From an optimization exercise on the open Yosys and OpenROAD flow, aimed at small area and a short achievable clock period; shortcuts taken in it are not production practice.
At most, simulation tests tie the RTL to the original design; equivalence was not proved.

==> delta <==
==> flow/design.v (excerpt) <==
module ctr_decoder (
    input  wire        clk,
    input  wire        rst,
    input  wire        in_valid,
    input  wire [63:0] in_container,
    input  wire [35:0] in_addr,
    output wire        out_valid,
    output wire [1:0]  out_outcome,    
    output wire [47:0] out_data,
    output wire        out_poison,
    output wire [63:0] out_container,  
    output wire [6:0]  out_pos0,       
    output wire [6:0]  out_pos1,       
    output wire        out_p,          
    output wire [5:0]  out_s1,         
    output wire [5:0]  out_s3          
);
==> flow/config.mk <==
export PLATFORM = sky130hd
export DESIGN_NAME = ctr_decoder
export DESIGN_NICKNAME = ctr_decoder
export VERILOG_FILES = /design/flow/design.v
export SDC_FILE = /design/flow/constraint.sdc
export NUM_CORES = 4
export LEC_CHECK = 0
export CAP_MARGIN = 20
export CORE_MARGIN = 2
export CORE_UTILIZATION = 40
export SLEW_MARGIN = 20
==> flow/constraint.sdc <==
create_clock -name core_clock -period 18.0 [get_ports {clk}]
set_input_delay 3.6000 -clock core_clock [delete_from_list [all_inputs] [get_ports {clk}]]
set_output_delay 3.6000 -clock core_clock [all_outputs]
set_load 0.01 [all_outputs]
standard.sh (not shown) runs the stock make flow with config.mk's settings and CLKGATE_MAP_FILE= SYNTH_SCRIPT=/design/flow/synth_recipe.tcl, a recipe that flattens the netlist after the stock synthesis.
==> flow/flow/run.sh <==
#!/bin/bash
# The standard layout (standard synthesis, floorplan, placement, CTS, routing), with:
# - the post-CTS and post-global-route timing repair aiming for a setup slack of 13 ns
#   at the design's 18 ns clock, so the resizer works on the design's real critical paths;
bash standard.sh SETUP_SLACK_MARGIN=13 "BUFFER_PORTS_ARGS=-buffer_cell sky130_fd_sc_hd__buf_1" finish > standard.log 2>&1
==> ember (differences from delta) <==
--- a/flow/design.v
+++ b/flow/design.v
@@ -32,16 +32,28 @@
     endfunction
     localparam [383:0] T_INVCUBE = 384'ha0f148041636e58e765ab0d20d1fa85b3f8f345491ceb20dec323a17a5d638f4bba0e5eb619676ed1cd737a3be679040;
     function automatic [5:0] invcube(input [5:0] a);
         invcube = T_INVCUBE[a * 6 +: 6];
     endfunction
     localparam [383:0] T_GF_LOG = 384'heb9ed456af1dae75b27aef4aa37b25cf55cfbd17e22d9f85e13a5c9b1b49da4d0e42160449bc088cd80368730218103f;
     function automatic [5:0] gf_log(input [5:0] a);
         gf_log = T_GF_LOG[a * 6 +: 6];
+    endfunction
+    localparam [383:0] T_TAB_A = 384'h9c813584fc9b6490b91d417192528db833b705d89345c02a9c813584fc9b6490b91d417192528db833b705d89345c02a;
+    function automatic [5:0] tab_a(input [5:0] a);
+        tab_a = T_TAB_A[a * 6 +: 6];
+    endfunction
+    localparam [383:0] T_TAB_B = 384'haf06334175922ed33a6bbfa6dacf637a0d281bc7f8be9015af06334175922ed33a6bbfa6dacf637a0d281bc7f8be9015;
+    function automatic [5:0] tab_b(input [5:0] a);
+        tab_b = T_TAB_B[a * 6 +: 6];
+    endfunction
+    localparam [63:0] T_TAB_ALTB = 64'he47ef6dce47ef6dc;
+    function automatic [0:0] tab_altb(input [5:0] a);
+        tab_altb = T_TAB_ALTB[a * 1 +: 1];
     endfunction
     reg v_1;
     reg v_2;
     reg v_3;
     always @(posedge clk) begin
         if (rst) begin
             v_1 <= 1'b0;
             v_2 <= 1'b0;
@@ -118,38 +130,50 @@
     wire [0:0] xn119_1 = xn66_1 ^ xn103_1;
     wire [0:0] xn120_1 = xn108_1 ^ xn110_1;
     wire [0:0] xn121_1 = c_1[39] ^ xn77_1;
     wire [5:0] s1_1 = {(((((c_1[35] ^ c_1[5]) ^ xn110_1) ^ (xn97_1 ^ (xn67_1 ^ xn68_1))) ^ (((xn94_1 ^ (c_1[19] ^ c_1[25])) ^ xn100_1) ^ (xn117_1 ^ xn121_1)))), (((xn89_1 ^ (xn78_1 ^ (xn80_1 ^ (c_1[21] ^ c_1[34])))) ^ ((((c_1[40] ^ c_1[42]) ^ (c_1[4] ^ c_1[57])) ^ xn100_1) ^ (xn107_1 ^ xn118_1)))), (((((c_1[41] ^ c_1[62]) ^ xn113_1) ^ ((c_1[6] ^ xn108_1) ^ (xn68_1 ^ xn80_1))) ^ ((((c_1[17] ^ c_1[1]) ^ (c_1[33] ^ c_1[3])) ^ xn104_1) ^ (xn105_1 ^ xn89_1)))), (((xn99_1 ^ (xn76_1 ^ (c_1[50] ^ xn82_1))) ^ ((((c_1[16] ^ c_1[27]) ^ (c_1[32] ^ c_1[38])) ^ xn104_1) ^ (xn106_1 ^ xn98_1)))), (((xn116_1 ^ (xn103_1 ^ xn113_1)) ^ ((xn86_1 ^ (c_1[37] ^ xn73_1)) ^ (((c_1[15] ^ c_1[18]) ^ (c_1[27] ^ c_1[31])) ^ xn106_1)))), (((xn98_1 ^ (xn115_1 ^ (xn79_1 ^ (c_1[28] ^ c_1[29])))) ^ ((((c_1[36] ^ c_1[44]) ^ (c_1[47] ^ c_1[48])) ^ ((c_1[59] ^ c_1[61]) ^ (c_1[62] ^ c_1[9]))) ^ (xn105_1 ^ xn107_1))))};
     wire [5:0] s3_1 = {(((xn89_1 ^ xn99_1) ^ (((c_1[58] ^ c_1[61]) ^ xn96_1) ^ ((c_1[63] ^ xn71_1) ^ (xn75_1 ^ (c_1[1] ^ c_1[53])))))), (((((c_1[63] ^ c_1[8]) ^ (xn92_1 ^ xn95_1)) ^ (((c_1[20] ^ c_1[23]) ^ (c_1[24] ^ c_1[29])) ^ ((c_1[45] ^ c_1[51]) ^ (c_1[55] ^ c_1[56])))) ^ ((xn100_1 ^ xn119_1) ^ (xn98_1 ^ xn99_1)))), ((((xn78_1 ^ xn85_1) ^ (xn86_1 ^ xn106_1)) ^ ((xn107_1 ^ xn120_1) ^ (xn89_1 ^ (c_1[28] ^ xn109_1))))), (((xn121_1 ^ (xn114_1 ^ xn115_1)) ^ ((xn85_1 ^ xn87_1) ^ ((xn70_1 ^ xn90_1) ^ (xn91_1 ^ (c_1[52] ^ c_1[7])))))), ((((xn114_1 ^ xn88_1) ^ ((c_1[54] ^ xn69_1) ^ (xn72_1 ^ (c_1[47] ^ c_1[50])))) ^ ((xn105_1 ^ xn119_1) ^ (xn98_1 ^ xn99_1)))), (((((c_1[6] ^ xn111_1) ^ (xn71_1 ^ xn72_1)) ^ ((xn81_1 ^ xn92_1) ^ xn100_1)) ^ ((xn104_1 ^ xn117_1) ^ (xn118_1 ^ xn89_1))))};
     wire [0:0] p_1 = (((xn120_1 ^ xn89_1) ^ (xn98_1 ^ xn99_1)) ^ (((xn103_1 ^ (xn111_1 ^ (c_1[52] ^ c_1[60]))) ^ (xn100_1 ^ xn104_1)) ^ ((xn105_1 ^ xn106_1) ^ (xn107_1 ^ xn116_1))));
     wire [5:0] u_1 = invcube(s1_1);
     wire [5:0] d_1 = gf_mul(s3_1, u_1);
+    wire [5:0] ls1_1 = gf_log(s1_1);
     reg  [63:0] c_2;
     always @(posedge clk) c_2 <= c_1;
     reg  [0:0] tag_2;
     always @(posedge clk) tag_2 <= tag_1;
     reg  [5:0] s1_2;
     always @(posedge clk) s1_2 <= s1_1;
     reg  [5:0] s3_2;
     always @(posedge clk) s3_2 <= s3_1;
     reg  [0:0] p_2;
     always @(posedge clk) p_2 <= p_1;
     reg  [5:0] d_2;
     always @(posedge clk) d_2 <= d_1;
+    reg  [5:0] ls1_2;
+    always @(posedge clk) ls1_2 <= ls1_1;
     wire [0:0] s1z_2 = ~|s1_2;
     wire [0:0] s3z_2 = ~|s3_2;
     wire [0:0] d1_2 = (d_2 == 6'd1);
     wire [0:0] trd_2 = d_2[5];
     wire [5:0] z_2 = {(~d_2[0] ^ d_2[1] ^ d_2[2] ^ d_2[4]), (~d_2[0] ^ d_2[3]), (~d_2[0]), (d_2[1] ^ d_2[2] ^ d_2[3]), (~d_2[0] ^ d_2[1]), (1'b0)};
     wire [5:0] x1_2 = gf_mul(s1_2, z_2);
     wire [5:0] x2_2 = x1_2 ^ s1_2;
-    wire [5:0] lg1_2 = gf_log(x1_2);
-    wire [5:0] lg2_2 = gf_log(x2_2);
-    wire [0:0] lt_2 = (lg1_2 < lg2_2);
+    wire [5:0] ta_2 = tab_a(d_2);
+    wire [5:0] tb_2 = tab_b(d_2);
+    wire [0:0] altb_2 = tab_altb(d_2);
+    wire [6:0] sa_2 = {1'b0, ls1_2} + {1'b0, ta_2};
+    wire [6:0] sa1_2 = {1'b0, ls1_2} + {1'b0, ta_2} + 7'd1;
+    wire [6:0] sb_2 = {1'b0, ls1_2} + {1'b0, tb_2};
+    wire [6:0] sb1_2 = {1'b0, ls1_2} + {1'b0, tb_2} + 7'd1;
+    wire [0:0] wa_2 = sa1_2[6];
+    wire [0:0] wb_2 = sb1_2[6];
+    wire [5:0] lg1_2 = wa_2 ? sa1_2[5:0] : sa_2[5:0];
+    wire [5:0] lg2_2 = wb_2 ? sb1_2[5:0] : sb_2[5:0];
+    wire [0:0] lt_2 = altb_2 ? ~(wb_2 & ~wa_2) : (wa_2 & ~wb_2);
     wire [5:0] mn_2 = lt_2 ? lg1_2 : lg2_2;
     wire [5:0] mx_2 = lt_2 ? lg2_2 : lg1_2;
     wire [62:0] f_2 = {((x1_2 == 6'd33) | (x2_2 == 6'd33)), ((x1_2 == 6'd49) | (x2_2 == 6'd49)), ((x1_2 == 6'd57) | (x2_2 == 6'd57)), ((x1_2 == 6'd61) | (x2_2 == 6'd61)), ((x1_2 == 6'd63) | (x2_2 == 6'd63)), ((x1_2 == 6'd62) | (x2_2 == 6'd62)), ((x1_2 == 6'd31) | (x2_2 == 6'd31)), ((x1_2 == 6'd46) | (x2_2 == 6'd46)), ((x1_2 == 6'd23) | (x2_2 == 6'd23)), ((x1_2 == 6'd42) | (x2_2 == 6'd42)), ((x1_2 == 6'd21) | (x2_2 == 6'd21)), ((x1_2 == 6'd43) | (x2_2 == 6'd43)), ((x1_2 == 6'd52) | (x2_2 == 6'd52)), ((x1_2 == 6'd26) | (x2_2 == 6'd26)), ((x1_2 == 6'd13) | (x2_2 == 6'd13)), ((x1_2 == 6'd39) | (x2_2 == 6'd39)), ((x1_2 == 6'd50) | (x2_2 == 6'd50)), ((x1_2 == 6'd25) | (x2_2 == 6'd25)), ((x1_2 == 6'd45) | (x2_2 == 6'd45)), ((x1_2 == 6'd55) | (x2_2 == 6'd55)), ((x1_2 == 6'd58) | (x2_2 == 6'd58)), ((x1_2 == 6'd29) | (x2_2 == 6'd29)), ((x1_2 == 6'd47) | (x2_2 == 6'd47)), ((x1_2 == 6'd54) | (x2_2 == 6'd54)), ((x1_2 == 6'd27) | (x2_2 == 6'd27)), ((x1_2 == 6'd44) | (x2_2 == 6'd44)), ((x1_2 == 6'd22) | (x2_2 == 6'd22)), ((x1_2 == 6'd11) | (x2_2 == 6'd11)), ((x1_2 == 6'd36) | (x2_2 == 6'd36)), ((x1_2 == 6'd18) | (x2_2 == 6'd18)), ((x1_2 == 6'd9) | (x2_2 == 6'd9)), ((x1_2 == 6'd37) | (x2_2 == 6'd37)), ((x1_2 == 6'd51) | (x2_2 == 6'd51)), ((x1_2 == 6'd56) | (x2_2 == 6'd56)), ((x1_2 == 6'd28) | (x2_2 == 6'd28)), ((x1_2 == 6'd14) | (x2_2 == 6'd14)), ((x1_2 == 6'd7) | (x2_2 == 6'd7)), ((x1_2 == 6'd34) | (x2_2 == 6'd34)), ((x1_2 == 6'd17) | (x2_2 == 6'd17)), ((x1_2 == 6'd41) | (x2_2 == 6'd41)), ((x1_2 == 6'd53) | (x2_2 == 6'd53)), ((x1_2 == 6'd59) | (x2_2 == 6'd59)), ((x1_2 == 6'd60) | (x2_2 == 6'd60)), ((x1_2 == 6'd30) | (x2_2 == 6'd30)), ((x1_2 == 6'd15) | (x2_2 == 6'd15)), ((x1_2 == 6'd38) | (x2_2 == 6'd38)), ((x1_2 == 6'd19) | (x2_2 == 6'd19)), ((x1_2 == 6'd40) | (x2_2 == 6'd40)), ((x1_2 == 6'd20) | (x2_2 == 6'd20)), ((x1_2 == 6'd10) | (x2_2 == 6'd10)), ((x1_2 == 6'd5) | (x2_2 == 6'd5)), ((x1_2 == 6'd35) | (x2_2 == 6'd35)), ((x1_2 == 6'd48) | (x2_2 == 6'd48)), ((x1_2 == 6'd24) | (x2_2 == 6'd24)), ((x1_2 == 6'd12) | (x2_2 == 6'd12)), ((x1_2 == 6'd6) | (x2_2 == 6'd6)), ((x1_2 == 6'd3) | (x2_2 == 6'd3)), ((x1_2 == 6'd32) | (x2_2 == 6'd32)), ((x1_2 == 6'd16) | (x2_2 == 6'd16)), ((x1_2 == 6'd8) | (x2_2 == 6'd8)), ((x1_2 == 6'd4) | (x2_2 == 6'd4)), ((x1_2 == 6'd2) | (x2_2 == 6'd2)), ((x1_2 == 6'd1) | (x2_2 == 6'd1))};
     wire [0:0] clean_2 = s1z_2 & s3z_2 & ~p_2;
     wire [0:0] qonly_2 = s1z_2 & s3z_2 & p_2;
     wire [0:0] single_2 = d1_2;
     wire [0:0] dbl_2 = ~s1z_2 & ~d1_2 & ~p_2 & ~trd_2;
     wire [0:0] good_2 = s1z_2 & s3z_2 | d1_2 | dbl_2;
@@ -158,18 +182,18 @@
     wire [0:0] ok_2 = good_2 & ~addr_2;
     wire [11:0] sv_2 = {(s3_2[5] ^ c_2[63] ^ c_2[61] ^ tag_2), (s3_2[4] ^ ~c_2[62] ^ c_2[63] ^ c_2[61] ^ tag_2), (s3_2[3] ^ c_2[63] ^ c_2[61] ^ tag_2), (s3_2[2] ^ ~c_2[62] ^ c_2[63]), (s3_2[1] ^ ~c_2[62] ^ c_2[63]), (s3_2[0] ^ ~c_2[62] ^ c_2[61] ^ tag_2), (s1_2[5] ^ ~c_2[62] ^ c_2[63] ^ c_2[61] ^ tag_2), (s1_2[4] ^ ~c_2[62] ^ c_2[63]), (s1_2[3] ^ ~c_2[62]), (s1_2[2]), (s1_2[1]), (s1_2[0] ^ ~c_2[62] ^ c_2[63] ^ c_2[61] ^ tag_2)};
     wire [11:0] k_2 = {(sv_2[1] ^ sv_2[2] ^ sv_2[4] ^ sv_2[7] ^ sv_2[8] ^ sv_2[9] ^ sv_2[10] ^ sv_2[11]), (sv_2[0] ^ sv_2[1] ^ sv_2[3] ^ sv_2[5] ^ sv_2[6] ^ sv_2[7] ^ sv_2[8] ^ sv_2[9]), (sv_2[0] ^ sv_2[1] ^ sv_2[6] ^ sv_2[7] ^ sv_2[8] ^ sv_2[9] ^ sv_2[10] ^ sv_2[11]), (sv_2[0] ^ sv_2[6] ^ sv_2[7] ^ sv_2[8]), (sv_2[1] ^ sv_2[2] ^ sv_2[4] ^ sv_2[5] ^ sv_2[7] ^ sv_2[8] ^ sv_2[9] ^ sv_2[10]), (sv_2[0] ^ sv_2[1] ^ sv_2[3] ^ sv_2[4] ^ sv_2[5] ^ sv_2[6] ^ sv_2[7] ^ sv_2[9]), (sv_2[0] ^ sv_2[2] ^ sv_2[3] ^ sv_2[4] ^ sv_2[6] ^ sv_2[10] ^ sv_2[11]), (sv_2[3] ^ sv_2[4] ^ sv_2[5] ^ sv_2[10] ^ sv_2[11]), (sv_2[1] ^ sv_2[3] ^ sv_2[9] ^ sv_2[10] ^ sv_2[11]), (sv_2[0] ^ sv_2[1] ^ sv_2[4] ^ sv_2[5] ^ sv_2[6] ^ sv_2[9] ^ sv_2[10]), (sv_2[0] ^ sv_2[3] ^ sv_2[4] ^ sv_2[6] ^ sv_2[7] ^ sv_2[9] ^ sv_2[11]), (sv_2[2] ^ sv_2[3] ^ sv_2[5] ^ sv_2[6] ^ sv_2[8] ^ sv_2[10] ^ sv_2[11])};
     wire [0:0] qnew_2 = ~(p_2 ^ c_2[62] ^ c_2[63] ^ c_2[61] ^ c_2[60] ^ tag_2 ^ (^k_2));
     wire [63:0] oc_2 = {(ok_2 & (c_2[63] ^ f_2[61])), (~ok_2 | c_2[62] ^ f_2[60]), (tag_2), (ok_2 ? c_2[60] ^ fq_2 : qnew_2), (c_2[59] ^ (ok_2 ? f_2[11] : k_2[11])), (c_2[58] ^ (ok_2 ? f_2[10] : k_2[10])), (c_2[57] ^ (ok_2 ? f_2[9] : k_2[9])), (c_2[56] ^ (ok_2 ? f_2[8] : k_2[8])), (c_2[55] ^ (ok_2 ? f_2[7] : k_2[7])), (c_2[54] ^ (ok_2 ? f_2[6] : k_2[6])), (c_2[53] ^ (ok_2 ? f_2[5] : k_2[5])), (c_2[52] ^ (ok_2 ? f_2[4] : k_2[4])), (c_2[51] ^ (ok_2 ? f_2[3] : k_2[3])), (c_2[50] ^ (ok_2 ? f_2[2] : k_2[2])), (c_2[49] ^ (ok_2 ? f_2[1] : k_2[1])), (c_2[48] ^ (ok_2 ? f_2[0] : k_2[0])), (c_2[47] ^ (ok_2 & f_2[59])), (c_2[46] ^ (ok_2 & f_2[58])), (c_2[45] ^ (ok_2 & f_2[57])), (c_2[44] ^ (ok_2 & f_2[56])), (c_2[43] ^ (ok_2 & f_2[55])), (c_2[42] ^ (ok_2 & f_2[54])), (c_2[41] ^ (ok_2 & f_2[53])), (c_2[40] ^ (ok_2 & f_2[52])), (c_2[39] ^ (ok_2 & f_2[51])), (c_2[38] ^ (ok_2 & f_2[50])), (c_2[37] ^ (ok_2 & f_2[49])), (c_2[36] ^ (ok_2 & f_2[48])), (c_2[35] ^ (ok_2 & f_2[47])), (c_2[34] ^ (ok_2 & f_2[46])), (c_2[33] ^ (ok_2 & f_2[45])), (c_2[32] ^ (ok_2 & f_2[44])), (c_2[31] ^ (ok_2 & f_2[43])), (c_2[30] ^ (ok_2 & f_2[42])), (c_2[29] ^ (ok_2 & f_2[41])), (c_2[28] ^ (ok_2 & f_2[40])), (c_2[27] ^ (ok_2 & f_2[39])), (c_2[26] ^ (ok_2 & f_2[38])), (c_2[25] ^ (ok_2 & f_2[37])), (c_2[24] ^ (ok_2 & f_2[36])), (c_2[23] ^ (ok_2 & f_2[35])), (c_2[22] ^ (ok_2 & f_2[34])), (c_2[21] ^ (ok_2 & f_2[33])), (c_2[20] ^ (ok_2 & f_2[32])), (c_2[19] ^ (ok_2 & f_2[31])), (c_2[18] ^ (ok_2 & f_2[30])), (c_2[17] ^ (ok_2 & f_2[29])), (c_2[16] ^ (ok_2 & f_2[28])), (c_2[15] ^ (ok_2 & f_2[27])), (c_2[14] ^ (ok_2 & f_2[26])), (c_2[13] ^ (ok_2 & f_2[25])), (c_2[12] ^ (ok_2 & f_2[24])), (c_2[11] ^ (ok_2 & f_2[23])), (c_2[10] ^ (ok_2 & f_2[22])), (c_2[9] ^ (ok_2 & f_2[21])), (c_2[8] ^ (ok_2 & f_2[20])), (c_2[7] ^ (ok_2 & f_2[19])), (c_2[6] ^ (ok_2 & f_2[18])), (c_2[5] ^ (ok_2 & f_2[17])), (c_2[4] ^ (ok_2 & f_2[16])), (c_2[3] ^ (ok_2 & f_2[15])), (c_2[2] ^ (ok_2 & f_2[14])), (c_2[1] ^ (ok_2 & f_2[13])), (c_2[0] ^ (ok_2 & f_2[12]))};
     wire [1:0] ooc_2 = {~ok_2, good_2 & (~clean_2 | addr_2)};
     wire [0:0] none0_2 = ~good_2 | clean_2;
     wire [0:0] none1_2 = ~good_2 | clean_2 | p_2;
-    wire [6:0] opos0_2 = {none0_2, mn_2 | {6{none0_2}}};
-    wire [6:0] opos1_2 = {none1_2, mx_2 | {6{none1_2}}};
+    wire [6:0] opos0_2 = {none0_2, (qonly_2 ? 6'd63 : d1_2 ? lg2_2 : mn_2) | {6{none0_2}}};
+    wire [6:0] opos1_2 = {none1_2, (d1_2 ? 6'd63 : mx_2) | {6{none1_2}}};
     wire [0:0] op_2 = p_2;
     wire [5:0] os1_2 = s1_2;
     wire [5:0] os3_2 = s3_2;
     reg  [63:0] oc_3;
     always @(posedge clk) oc_3 <= oc_2;
     reg  [1:0] ooc_3;
     always @(posedge clk) ooc_3 <= ooc_2;
     reg  [6:0] opos0_3;
==> flow/run.sh (new file) <==
#!/bin/bash
# synth_recipe.tcl (not shown) runs the flow's synth.tcl, then flattens the netlist and writes it again
# the make line also repeats each setting of config.mk as NAME=value (left out here)
make -C /OpenROAD-flow-scripts/flow DESIGN_CONFIG=/design/flow/config.mk WORK_HOME=/design/flow/orfs CLKGATE_MAP_FILE= SYNTH_SCRIPT=/design/flow/synth_recipe.tcl finish
removed: flow/flow/run.sh
removed: flow/standard.sh
==> tundra (differences from delta) <==
==> flow/flow/run.sh (replaced) <==
#!/bin/bash
# The standard layout (standard synthesis, floorplan, placement, CTS, routing), with:
# - the post-CTS and post-global-route timing repair aiming for a setup slack of 13.3 ns
#   at the design's 18 ns clock, so the resizer works on the design's real critical paths;
bash standard.sh SETUP_SLACK_MARGIN=13.3 "BUFFER_PORTS_ARGS=-buffer_cell sky130_fd_sc_hd__buf_1" finish > standard.log 2>&1
==> fjord (differences from delta) <==
CORE_UTILIZATION = 55   (was 40)
==> qor summary <==
|  | delta | tundra | ember | fjord |
|---|---|---|---|---|
| Final HPWL DP | 29200 um | 29500 um | 31600 um | 27400 um |
| Number of standard-cell rows in the floorplan | 67 | 67 | 68 | 57 |
| Clock insertion delay at the later pin of the skew report | 560 ps | 540 ps | 570 ps | 550 ps |
| Post-Synth XOR/XNOR Area | 0.292 | 0.292 | 0.292 | 0.292 |
| Post-synthesis instance area | 13400 um2 | 13400 um2 | 14100 um2 | 13400 um2 |
| Flip-flop and latch count after synthesis | 245 | 245 | 251 | 245 |
| Fin Clk Skew | 29.8 ps | 28.4 ps | 23.4 ps | 25.4 ps |
| Area of the multi-input gates | 7940 um2 | 8120 um2 | 8230 um2 | 8100 um2 |
| M1 GR Usage | 0.293 | 0.294 | 0.325 | 0.384 |
| Arithmetic-cell share of the synthesized area counting full adders, half adders and majority gates | 0.0251 | 0.0251 | 0.0364 | 0.0251 |
| Number of optimization iterations in the first detailed-route pass | 6 | 5 | 6 | 6 |
| Effective utilization at floorplan | 0.404 | 0.404 | 0.407 | 0.556 |
| Crit-path slowest cell | sky130_fd_sc_hd__xnor3_2 | sky130_fd_sc_hd__dfxtp_4 | sky130_fd_sc_hd__dfxtp_1 | sky130_fd_sc_hd__or3_4 |
| Worst reg2reg startpoint | c_1[6]$_DFF_P_ | s1_2[4]$_DFF_P_ | d_2[0]$_DFF_P_ | d_2[1]$_DFF_P_ |
| Mean number of vias per cell | 5.06 | 5.09 | 5.13 | 5.41 |
| Gp weighted congestion | 0.922 | 0.948 | 0.954 | 0.930 |
| Number of cells in the design after placement | 2004 | 2004 | 2054 | 1877 |
| Result of the run | complete, no violations | complete, no violations | complete, no violations | complete, no violations |
| Post-detailed-routing wire length | 38100 um | 39400 um | 40700 um | 37000 um |
| Number of antenna violations at the first check in global routing | 1 | 1 | 4 | 0 |
The RTL of ember was laid out without a check of its function.

separate check: timing with driven ports:
In the flow no input, the clock included, has a driving cell. The finished layouts below were timed again as built, in two steps. Step 1 (the two cells are an assumption about what drives the block):
set clk [get_ports {clk}]
set_driving_cell -lib_cell sky130_fd_sc_hd__clkbuf_16 $clk
set_driving_cell -lib_cell sky130_fd_sc_hd__buf_2 [delete_from_list [all_inputs] $clk]
Step 2 times the ports against the registers' clock, not the clock port: input delays grow and output delays shrink by t, the midpoint of the rising clock arrivals with the driver on. Slacks: no drivers / after step 1 / after step 2; pairs: no drivers / after step 1.
run | t, ns | setup slack, ns | hold WS [ns] | slew at the worst register clock pin (ns) | worst data-port slew with drivers (ns)
delta | 0.595 | 13.225 / 13.225 / 13.225 | 0.333 / 0.333 / 0.333 | 0.07 / 0.07 | 0.04
ember | 0.605 | 12.079 / 12.079 / 12.079 | 0.328 / 0.328 / 0.328 | 0.07 / 0.07 | 0.06
tundra | 0.579 | 13.255 / 13.255 / 13.222 | 0.325 / 0.325 / 0.325 | 0.06 / 0.06 | 0.04
fjord | 0.592 | 13.215 / 13.215 / 13.215 | 0.329 / 0.329 / 0.329 | 0.06 / 0.06 | 0.04
After both steps every run listed still meets setup and hold. For tundra, which loses most, drivers alone change the setup slack by 0.000 ns; drivers and shift together by -0.033 ns.
